What follows belongs to an exercise in optimizing a design on an open flow for small area and a short achievable clock period; a production flow would make more cautious choices.
Where RTL was checked, it was by simulation tests only, not by an equivalence proof against the original.
The RTL of runs 2 and 3 was laid out without a check of its function.
Power figures rest on the tool's default switching activity, not on a simulated workload.

==> flow/design.v (outline; a module is shown in full before it is edited, if it fits) <==
// module fmul36_fa: 10 lines
// module fmul36_ha: 9 lines
// module fmul36: 1320 lines
module fmul36 (
    input  wire        clk,
    input  wire        rst,
    input  wire        in_valid,
    input  wire [35:0] a,
    input  wire [35:0] b,
    input  wire [2:0]  rm,
    input  wire        ftz,
    output reg         out_valid,
    output reg  [35:0] result,
    output reg         iv,
    output reg         of,
    output reg         uf,
    output reg         nx
);
  // ...
==> flow/flow/run.sh <==
#!/bin/bash
# The standard layout (bash standard.sh: the standard synthesis and ORFS
# from floorplan to finish), with every port buffered by buf_2 instead of
# the buffer buffer_ports picks by default.
set -euo pipefail
export BUFFER_PORTS_ARGS="-buffer_cell sky130_fd_sc_hd__buf_2"
bash standard.sh > standard.log 2>&1
==> flow/standard.sh <==
#!/bin/bash
# synth_recipe.tcl (not shown) runs the flow's synth.tcl, then flattens the netlist and writes it again
# the make line also repeats each setting of config.mk as NAME=value (left out here)
make -C /OpenROAD-flow-scripts/flow DESIGN_CONFIG=/design/flow/config.mk WORK_HOME=/design/flow/orfs CLKGATE_MAP_FILE= SYNTH_SCRIPT=/design/flow/synth_recipe.tcl "${@:-finish}"
==> flow/config.mk <==
export PLATFORM = sky130hd
export DESIGN_NAME = fmul36
export DESIGN_NICKNAME = fmul36
export VERILOG_FILES = /design/flow/design.v
export SDC_FILE = /design/flow/constraint.sdc
export NUM_CORES = 4
export LEC_CHECK = 0
export CAP_MARGIN = 20
export CORE_MARGIN = 2
export CORE_UTILIZATION = 40
export SLEW_MARGIN = 60
export SYNTH_HIERARCHICAL = 1
export SYNTH_MINIMUM_KEEP_SIZE = 0
==> flow/constraint.sdc <==
create_clock -name core_clock -period 16.5 [get_ports {clk}]
set_input_delay 3.3000 -clock core_clock [delete_from_list [all_inputs] [get_ports {clk}]]
set_output_delay 3.3000 -clock core_clock [all_outputs]
set_load 0.01 [all_outputs]
==> results.ini, run 1 <==
[run_status]
run_status = timing/DRC/antenna clean

[place]
place_hpwl_mm = 66.7
dpl_cell_area_sq_mm = 0.0333

[finish]
instances_no_fill = 4314
largest_class = multi-input gates
sequential_cell_total = 409
n_fill_cell = 7515
seqCellArea_sq_mm = 0.00819
n_all_inverters = 169
multiInputGateArea_sq_mm = 0.0220
largest_register_ffs = 54
final_common_cell = xnor2_1

[global_route]
grt_first_pass_wirelength_mm = 150
grt_pass1_vias = 25100
antenna_found_initial = 2

[timing]
finalCriticalPeriod_ns = 4.38
setup_slack_ns = 12.12
skew_ns = 0.0391
worst-slew-pin-transition_ns = 0.601

[setup_path]
worst_r2r_endpoint = d2[9]
startpoint_type = flop
endpoint = d2[9]

[synthesis]
synth-compound-area-share = 0.160
yosys.cell_count.top_type = xnor2_1
synth_seq_cells = 409
netlist.area_leader.share = 0.259

[cts]
post_cts_resized = 0

[pwr]
power_clock_uw = 1090

[floorplanning]
rows = 103
initial_core_util = 0.402

[drt]
drtIter0Drc = 2545

==> run 2: changes to the inputs <==
--- a/flow/design.v
+++ b/flow/design.v
@@ -141,17 +141,16 @@
     wire [4:0] msb = pos32({5'd0, mb}, 1'b1);
     wire [4:0] tza = pos32({5'd0, ma}, 1'b0);
     wire [4:0] tzb = pos32({5'd0, mb}, 1'b0);
     wire [9:0] xa = {1'b0, ea[8:1], ea[0] | a_sub};
     wire [9:0] xb = {1'b0, eb[8:1], eb[0] | b_sub};
     wire [9:0] xs = xa + xb;
     wire [5:0] tzs = {1'b0, tza} + {1'b0, tzb};
     wire [4:0]  k0   = a_sub ? msa : msb;
-    wire signed [11:0] d = $signed({2'b00, xs}) + $signed({7'd0, k0}) - 12'sd282;
     wire [8:0]  eo   = a_sub ? eb : ea;
     wire [4:0]  th   = 5'd25 - eo[4:0];
     wire        eo_mid = eo[8] & (eo[7:0] <= 8'd25);
     wire        dneg_n = !xs[9] & !xs[8];
     wire        dneg_s = !eo[8] | (eo_mid & (k0 < th));
     wire        dneg = (a_sub & b_sub) | ((a_sub ^ b_sub) ? dneg_s : dneg_n);
     wire        kbig = (xs < 10'd219);
     wire [5:0]  ktl  = 6'd26 - xs[5:0];
@@ -539,17 +538,19 @@
     fmul36_fa u_fa321 (.x(fc273), .y(fc230), .z(fs274), .s(fs321), .c(fc321));
     fmul36_fa u_fa322 (.x(fc274), .y(hc32), .z(fs275), .s(fs322), .c(fc322));
     fmul36_fa u_fa323 (.x(fc275), .y(bp[389]), .z(hs35), .s(fs323), .c(fc323));
     fmul36_fa u_fa324 (.x(hc35), .y(bnn[12]), .z(bp[390]), .s(fs324), .c(fc324));
     fmul36_ha u_ha38 (.x(1'b1), .y(bp[391]), .s(hs38), .c(hc38));
     reg          v2;
     reg [54-1:0] csa_r;
     reg [53-1:0] csb_r;
-    reg [11:0]   d2;
+    reg [9:0]    xs2;
+    reg [4:0]    k0_2;
+    reg          dneg2;
     reg [5:0]    ks2;
     reg [5:0]    tzs2;
     reg          s2, ovf_inf2, ftz2;
     reg [1:0]    rc2;
     reg          sp2, sp_nan2, sp_inf2, sp_iv2;
     always @(posedge clk) begin
         if (rst)
             v2 <= 1'b0;
@@ -657,17 +658,19 @@
         csb_r[45] <= fs318;
         csb_r[46] <= fs319;
         csb_r[47] <= fs320;
         csb_r[48] <= fs321;
         csb_r[49] <= fs322;
         csb_r[50] <= fs323;
         csb_r[51] <= fs324;
         csb_r[52] <= hs38;
-        d2       <= d;
+        xs2      <= xs;
+        k0_2     <= k0;
+        dneg2    <= dneg;
         ks2      <= ks;
         tzs2     <= tzs;
         s2       <= s;
         rc2      <= rc;
         ovf_inf2 <= ovf_inf;
         ftz2     <= ftz1;
         sp2      <= sp;
         sp_nan2  <= sp_nan;
@@ -1129,17 +1132,17 @@
     assign prod[46] = cp[46] ^ ca_g138;
     assign prod[47] = cp[47] ^ ca_g139;
     assign prod[48] = cp[48] ^ ca_g140;
     assign prod[49] = cp[49] ^ ca_g141;
     assign prod[50] = cp[50] ^ ca_g142;
     assign prod[51] = cp[51] ^ ca_g143;
     assign prod[52] = cp[52] ^ ca_g144;
     assign prod[53] = cp[53] ^ ca_g145;
-    wire        dneg2 = d2[11];
+    wire [11:0] d2   = {2'b00, xs2} + {7'd0, k0_2} - 12'd282;
     wire [9:0]  e1b  = dneg2 ? 10'd0 : d2[9:0];
     wire        dn1  = (d2 == 12'hFFF);
     wire        dn2  = (d2 == 12'hFFE);
     wire        st2  = ({1'b0, tzs2} + 7'd2 < {1'b0, ks2});
     wire [55:0] q    = {prod, 2'b00};
     wire [55:0] qs   = q >> {ks2[5:2], 2'b00};
     reg          v3;
     reg [32:0]   w3;
==> run 2 against run 1 <==
Still clean. Sequential share of layout area is 0.074 points higher. Routed wire length is 3.4% higher. Clock skew is 0.0068 ns lower. Maximum frequency hardly changed. Flip-flop and latch count is 4 higher. Highest routed layer unchanged.
==> results.ini, run 2 <==
[timing]
setup_viol = 0  ; unchanged
tns_ns = 0  ; unchanged
max_freq_ghz = 0.228  ; about the same
slew_headroom = 0.604  ; was 0.599
finalCritPeriodShare = 0.265  ; about the same
worst-slew-pin-transition_ns = 0.588  ; was 0.601 ns
rsz0062_at_grt = no  ; unchanged
skew_ns = 0.0323  ; was 0.0391 ns
hold_viol_final = 0  ; unchanged
finalCriticalPeriod_ns = 4.38  ; about the same
drv_slew = 0  ; unchanged
setup_slack_ns = 12.12  ; about the same
whs_ns = 0.326  ; was 0.327 ns

[pwr]
ir_drop_mv = 0.155  ; was 0.126 mV
leakagePower_uw = 0.0137  ; about the same
pwr-share-seq = 0.205  ; was 0.208
clock_power_share = 0.137  ; was 0.142
switching_share = 0.460  ; was 0.453
power_density_mw_per_mm2 = 221  ; was 219 mW/mm^2
p_switching_uw = 3580  ; was 3470 uW
p_int_uw = 4210  ; was 4190 uW
pwr-share-comb = 0.658  ; was 0.650

[cts]
post_cts_resized = 0  ; unchanged
clock-root-buffer = clkbuf_16  ; unchanged
hold_buffers = 0  ; unchanged
h-tree-depth = 2  ; unchanged
clk_path_buf_depth = 3  ; unchanged
cts_made_buffers = 48  ; unchanged
tritoncts = built  ; unchanged
clock-sinks = 413  ; was 409
path_clk_slew_ns = 0.06  ; about the same
postCtsSetupRepairBufs = 0  ; unchanged
clk-insertion-delay-late_ns = 0.63  ; about the same

[min_path]
min_from = sp2  ; was ftz2
hold_depth = 0  ; unchanged
hp-class = reg -> reg  ; unchanged
holdPathEnd = sp3  ; was ftz3

[synthesis]
ys_types = 84  ; was 83
synthFlopType = dfxtp_1  ; unchanged
yosysWarnings = 7  ; unchanged
ys_async_sr_fraction = 0  ; unchanged
netlist_area_sq_mm = 0.0320  ; was 0.0316 sq mm
synthTopCellsByArea = dfxtp_1, fa_1, xnor2_1  ; unchanged
ys_top_cells_by_count = xnor2_1, dfxtp_1, o22ai_1, fa_1, clkbuf_1  ; unchanged
netlist.area_leader.share = 0.258  ; was 0.259
synth-edff-count = 0  ; unchanged
yosysSeqAreaShare = 0.258  ; was 0.259
synth_seq_cells = 413  ; was 409
syn_inst = 3261  ; was 3207
avgSynthCellArea_sq_um = 9.83  ; was 9.85 sq um
yosys.cell_count.top_type = xnor2_1  ; unchanged
synth_top_cell_by_area = dfxtp_1  ; unchanged

[setup_path]
worst_r2r_endpoint = ks2[4]  ; was d2[9]
max_stage_delay_ns = 0.33  ; was 0.66 ns
crit_type = reg -> out  ; was reg -> reg
startpoint_type = flop  ; unchanged
endpoint_kind = output port  ; was flop
cp.arrival_ns = 1.08  ; was 4.89 ns
crit_path_max_fanout = 1  ; was 21
path_buf_inv = 1  ; was 4
critPathRequiredTime_ns = 13.20  ; was 17.01 ns
crit_chain = buf_2  ; was buf_4 -> nand4_1 -> inv_1 -> nand2_1 -> a21oi_1 -> o21ai_1 -> a41oi_1 -> or2_2 -> ha_1 -> ha_1 -> inv_1 -> fa_1 -> inv_1 -> a21oi_1 -> o21bai_1 -> a21o_1 -> a21o_1 -> nor2b_1 -> o21ai_0 -> nand2b_1 -> xnor2_1
slowest_stage = dfxtp_1  ; unchanged
reg2reg_depth = 15  ; was 21
r2r-start = az1  ; was a1[15]
r2r_setup_slack_ns = 12.20  ; was 12.12 ns
path_delay_family = flip-flops  ; was compound AO/OA/AOI/OAI gates

[job]
cap_violations = 0  ; unchanged

[floorplanning]
rows = 103  ; unchanged
die_h_um = 287  ; was 285 um
initial_core_util = 0.405  ; was 0.402
core_region_area_sq_mm = 0.0791  ; was 0.0786 sq mm
die_area_sq_mm = 0.0824  ; was 0.0812 sq mm
ios = 120  ; unchanged
die_w_um = 287  ; was 285 um

[place]
place_hpwl_mm = 70.1  ; was 66.7 mm
port_buffers = 119  ; unchanged
gp_congestion = 0.928  ; was 0.926
post-place-ws_ns = 12.25  ; was 12.16 ns

[global_route]
grt_pass1_vias = 25700  ; was 25100
overflow = 0  ; unchanged
grtUsageTotal = 0.241  ; was 0.236
grt_max_degree = 66  ; was 48
antenna_found_initial = 2  ; unchanged
grt_first_pass_wirelength_mm = 154  ; was 150 mm

[drt]
drtIter0Drc = 2490  ; was 2545
avgViaCountPerCell = 5.83  ; was 5.81
wire_per_inst_um = 23.0  ; was 22.5 um
drtPass1Iterations = 5  ; was 6
postRouteAntennaNets = 0  ; unchanged
drc = 0  ; unchanged
wl_mm = 100  ; was 96.9 mm
vias = 25400  ; was 25100

[finish]
largest_register_ffs = 54  ; unchanged
drive_above_1_share = 0.125  ; was 0.124
antenna_cells = 0  ; unchanged
n_fill_cell = 7578  ; was 7515
reg.largest.list = csa_r: 54 flops, csb_r: 53 flops  ; unchanged
area_growth_pct = 10.3  ; was 10.9%
layout_common_cells = xnor2_1, dfxtp_1, o22ai_1, fa_1, nand2_1  ; was xnor2_1, dfxtp_1, o22ai_1, fa_1, nor2_1
layout.nets = 3836  ; was 3790
final_common_cell = xnor2_1  ; unchanged
top_register = csa_r  ; unchanged

[run_status]
run_status = timing/DRC/antenna clean  ; unchanged

==> run 2: cell types whose count changed after synthesis, sizes merged, moves of 6 or more <==
| cell | delta |
|---|---|
| a211oi | -9 |
| a21o | +8 |
| a21oi | +8 |
| buf | +6 |
| mux2i | -7 |
| mux4 | +6 |
| nand2 | +29 |
| nor3 | +11 |
| o211ai | +9 |
| o21ai | -11 |
| o221ai | +7 |
==> run 2: per-stage QoR <==
stage / area, sq um / instances / power, uW / utilization
after global routing: 35300 / 4360 / 8430 / 0.447
after floorplan: 32100 / 3274 / 5080 / -
after global placement: 33600 / 4269 / 6540 / 0.424
final: 35300 / 4360 / 7790 / 0.447
after detailed placement: 33700 / 4273 / 6660 / 0.426
after CTS: 35300 / 4360 / 7760 / 0.446
==> run 2: per-module statistics from Yosys, one instance, submodules excluded <==
| module | cells | cell area (sq um) |
|---|---|---|
| fmul36_ha | 1 | 12.5 |
| fmul36_fa | 1 | 20.0 |
| fmul36 | 2897 | 25000 |
==> run 2: cell type report <==
type	count	area, sq um	share of cell area
repair buffers	184	1090	0.0310
inverters	171	659	0.0187
clock buffers	60	1320	0.0373
well taps	1050	1310	0.0372
flip-flops and latches	413	8290	0.235
clock inverters	27	292	0.00825
multi-input cells	2455	22400	0.633
==> run 2: power by group through the flow <==
| stage | Combinational (uW) | Sequential (uW) | Clock [uW] |
|---|---|---|---|
| after CTS | 5070 | 1590 | 1090 |
| final | 5120 | 1600 | 1070 |
| after floorplan | 3520 | 1560 | 0 |
| after global routing | 5670 | 1630 | 1130 |
| after detailed placement | 5040 | 1610 | 0 |
| after global placement | 4940 | 1610 | 0 |
==> run 2: worst max path at each step <==
stage / startpoint / endpoint / slack (ns) / cells past startpoint
after global routing: az1 / ks2[1] / 11.78 / 15
after floorplan: az1 / csb_r[32] / 12.26 / 11
after global placement: bone1[7] / csb_r[27] / 11.95 / 9
final: result[25] / result[25] / 12.12 / 1
after CTS: result[25] / result[25] / 12.06 / 1
after detailed placement: az1 / ks2[4] / 12.25 / 15
==> run 2: cell families (layout without fill, tap and decap cells) <==
| group | count (synthesis) | count (layout) | share of synthesized area |
|---|---|---|---|
| AOI/OAI and AO/OA | 805 | 805 | 0.164 |
| xor gates and xnor gates | 468 | 468 | 0.128 |
| adders and majority gates | 484 | 484 | 0.267 |
| buffers and inverters | 406 | 442 | 0.0477 |
| DFF | 413 | 413 | 0.258 |
| muxes | 111 | 111 | 0.0512 |
| other | 2 | 15 | 0.000234 |
| and+or+nand+nor | 572 | 572 | 0.0842 |
==> run 2: per-layer routing <==
| layer | vias up | wire length [um] | global-route usage |
|---|---|---|---|
| met2 | 1283 | 45400 | 0.383 |
| li1 | 11500 | - | - |
| met5 | - | 25 | 0 |
| met4 | 4 | 4480 | 0.104 |
| met3 | 281 | 9340 | 0.0531 |
| met1 | 12400 | 40900 | 0.317 |
==> run 3: changes to the inputs <==
--- a/flow/config.mk
+++ b/flow/config.mk
@@ -8,6 +8,8 @@
 export CAP_MARGIN = 20
 export CORE_MARGIN = 2
 export CORE_UTILIZATION = 40
+export CTS_CLUSTER_DIAMETER = 100
+export CTS_CLUSTER_SIZE = 24
 export SLEW_MARGIN = 60
 export SYNTH_HIERARCHICAL = 1
 export SYNTH_MINIMUM_KEEP_SIZE = 0
==> run 3 against run 2 <==
First-iteration DRC count shrank 7.7%. Hold slack gained 0.0029 ns. Clock skew shrank 0.0024 ns. Utilization shrank 0.87 points. Still clean. Sequential power is essentially flat. Routed wire length shrank 0.86%.
==> results.ini, run 3 <==
[synthesis]
synthTopCellsByArea = dfxtp_1, fa_1, xnor2_1  ; unchanged
yosys.cell_count.top_type = xnor2_1  ; unchanged
ys_async_sr_fraction = 0  ; unchanged
synth-edff-count = 0  ; unchanged
ys_types = 84  ; unchanged
synthFlopType = dfxtp_1  ; unchanged
ys_top_cells_by_count = xnor2_1, dfxtp_1, o22ai_1, fa_1, clkbuf_1  ; unchanged
avgSynthCellArea_sq_um = 9.83  ; unchanged
netlist_area_sq_mm = 0.0320  ; unchanged
netlist.area_leader.share = 0.258  ; unchanged
syn_inst = 3261  ; unchanged
synth_top_cell_by_area = dfxtp_1  ; unchanged
synth_seq_cells = 413  ; unchanged
yosysWarnings = 7  ; unchanged
yosysSeqAreaShare = 0.258  ; unchanged

[min_path]
hold_depth = 0  ; unchanged
hp-class = reg -> reg  ; unchanged
min_from = sp_iv2  ; was sp2
holdPathEnd = sp_iv3  ; was sp3

[place]
gp_congestion = 0.928  ; unchanged
post-place-ws_ns = 12.25  ; unchanged
port_buffers = 119  ; unchanged
place_hpwl_mm = 70.1  ; unchanged
dp.cells = 4273  ; unchanged

[finish]
n_fill_cell = 7648  ; was 7578
area_growth_pct = 8.11  ; was 10.3%
layout.nets = 3815  ; was 3836
top_register = csa_r  ; unchanged
largest_register_ffs = 54  ; unchanged
reg.largest.list = csa_r: 54 flops, csb_r: 53 flops  ; unchanged
drive_above_1_share = 0.115  ; was 0.125
layout_common_cells = xnor2_1, dfxtp_1, o22ai_1, fa_1, nand2_1  ; unchanged
final_common_cell = xnor2_1  ; unchanged
antenna_cells = 0  ; unchanged
instances_no_fill = 4315  ; was 4360

[global_route]
grtUsageTotal = 0.238  ; was 0.241
overflow = 0  ; unchanged
antenna_found_initial = 2  ; unchanged
grt_max_degree = 66  ; unchanged
grt_pass1_vias = 25400  ; was 25700
grt_first_pass_wirelength_mm = 152  ; was 154 mm

[drt]
avgViaCountPerCell = 5.84  ; was 5.83
vias = 25200  ; was 25400
wl_mm = 99.3  ; was 100 mm
wire_per_inst_um = 23.0  ; about the same
postRouteAntennaNets = 0  ; unchanged
drtIter0Drc = 2299  ; was 2490
drc = 0  ; unchanged
drtPass1Iterations = 6  ; was 5

[pwr]
ir_drop_mv = 0.159  ; was 0.155 mV
leakagePower_uw = 0.0134  ; was 0.0137 uW
power_density_mw_per_mm2 = 215  ; was 221 mW/mm^2
pwr-share-seq = 0.214  ; was 0.205
switching_share = 0.472  ; was 0.460
pwr-share-comb = 0.687  ; was 0.658
p_int_uw = 3930  ; was 4210 uW
p_switching_uw = 3520  ; was 3580 uW
clock_power_share = 0.099  ; was 0.137

[setup_path]
crit_path_max_fanout = 1  ; unchanged
critPathRequiredTime_ns = 13.20  ; about the same
worst_r2r_endpoint = ks2[3]  ; was ks2[4]
path_buf_inv = 1  ; unchanged
cp.arrival_ns = 1.08  ; about the same
crit_type = reg -> out  ; unchanged
r2r_setup_slack_ns = 12.19  ; was 12.20 ns
crit_path_start = result[25]  ; unchanged
max_stage_delay_ns = 0.34  ; was 0.33 ns
slowest_stage = dfxtp_1  ; unchanged
startpoint_type = flop  ; unchanged
crit_chain = buf_2  ; unchanged
r2r-start = az1  ; unchanged
reg2reg_depth = 15  ; unchanged
endpoint_kind = output port  ; unchanged
path_delay_family = flip-flops  ; unchanged

[timing]
worst-slew-pin-transition_ns = 0.587  ; was 0.588 ns
tns_ns = 0  ; unchanged
finalCritPeriodShare = 0.265  ; about the same
drv_slew = 0  ; unchanged
skew_ns = 0.0299  ; was 0.0323 ns
rsz0062_at_grt = no  ; unchanged
hold_viol_final = 0  ; unchanged
setup_viol = 0  ; unchanged
max_freq_ghz = 0.229  ; was 0.228 GHz
slew_headroom = 0.604  ; about the same
finalCriticalPeriod_ns = 4.38  ; about the same
setup_slack_ns = 12.12  ; about the same

[floorplanning]
initial_core_util = 0.405  ; unchanged
die_area_sq_mm = 0.0824  ; unchanged
die_w_um = 287  ; unchanged
rows = 103  ; unchanged
core_region_area_sq_mm = 0.0791  ; unchanged
die_h_um = 287  ; unchanged
ios = 120  ; unchanged

[job]
cap_violations = 0  ; unchanged

[cts]
tritoncts = built  ; unchanged
post_cts_resized = 0  ; unchanged
cts_made_buffers = 27  ; was 48
postCtsSetupRepairBufs = 0  ; unchanged
clock-root-buffer = clkbuf_16  ; unchanged
clk_path_buf_depth = 3  ; unchanged
h-tree-depth = 1  ; was 2
clk-insertion-delay-late_ns = 0.63  ; about the same
hold_buffers = 0  ; unchanged
clock-sinks = 413  ; unchanged
path_clk_slew_ns = 0.09  ; was 0.06 ns

[run_status]
run_status = timing/DRC/antenna clean  ; unchanged

run 3: cell counts after synthesis:
Identical to the previous run, type by type.
run 3: Yosys stat by module (local to each module, per instance):
module	flip-flops and latches	cell area, sq um	cells	copies in the design
fmul36	413	25000	2897	1
fmul36_fa	0	20.0	1	325
fmul36_ha	0	12.5	1	39
run 3: stage by stage:
| stage | hold WS, ns | power (uW) | util | instance area (sq um) |
|---|---|---|---|---|
| floorplan | 0.310 | 5080 | - | 32100 |
| global placement | 0.310 | 6540 | 0.424 | 33600 |
| detailed placement | 0.312 | 6660 | 0.426 | 33700 |
| CTS | 0.333 | 7410 | 0.438 | 34600 |
| global route | 0.336 | 8080 | 0.438 | 34600 |
| finish | 0.329 | 7450 | 0.438 | 34600 |
run 3: cell families (layout without fill, tap and decap cells):
family,count (synthesis),count (layout),share of synthesized area
AO/OA/AOI/OAI,805,805,0.164
XOR/XNOR,468,468,0.128
adder cells (fa/ha/maj),484,484,0.267
buffers and inverters,406,397,0.0477
flip-flops,413,413,0.258
multiplexers,111,111,0.0512
other,2,15,0.000234
AND/OR/NAND/NOR,572,572,0.0842
run 3: per-layer routing:
metal,global-route usage,part of all wire,up-vias
li1,-,-,11400
met2,0.380,0.45,1238
met5,0,0.00013,-
met3,0.0466,0.089,253
met4,0.101,0.045,2
met1,0.316,0.41,12300
run 3: power groups by stage:
| stage | Clock, uW | Combinational (uW) | Sequential [uW] |
|---|---|---|---|
| CTS | 759 | 5060 | 1590 |
| global placement | 0 | 4940 | 1610 |
| floorplan | 0 | 3520 | 1560 |
| detailed placement | 0 | 5040 | 1610 |
| finish | 737 | 5120 | 1600 |
| global route | 788 | 5660 | 1630 |
run 3: cell type report:
class / instances / area [sq um] / area share
Clock inverter: 14 / 236 / 0.00683
Inverter: 171 / 659 / 0.0190
Tap cell: 1050 / 1310 / 0.0379
Timing Repair Buffer: 184 / 1090 / 0.0316
Multi-Input combinational cell: 2455 / 22400 / 0.646
Clock buffer: 28 / 679 / 0.0196
Sequential cell: 413 / 8290 / 0.239
run 3: worst max path at each step:
stage / to / slack [ns] / cells after the start
global placement: csb_r[27] / 11.95 / 9
global route: ks2[1] / 11.78 / 15
detailed placement: ks2[4] / 12.25 / 15
finish: result[25] / 12.12 / 1
floorplan: csb_r[32] / 12.26 / 11
CTS: result[25] / 12.07 / 1

-- afterwards: timing with drivers on the ports --
No port has a modelled driver above. Below, the same layouts with a new extraction and two added sets of constraints.
Step 1, drivers: a clkbuf_16 drives clk and a buf_2 each remaining input, both assumed.
Step 2, shift: input delay + t, output delay - t, t = (earliest + latest rising clock arrival at the registers) / 2. This alone moves slack from input paths to output paths.
a / b / c = ideal / step 1 / step 2; a / b = the first two.
run | t (ns) | setup slack, ns | worst setup path at the end
run 1 | 0.668 | 12.123 / 12.068 / 12.123 | register to register
run 2 | 0.671 | 12.121 / 12.060 / 12.203 | register to register
run 3 | 0.668 | 12.124 / 12.070 / 12.187 | register to register
After both steps setup and hold are still met in every run listed.
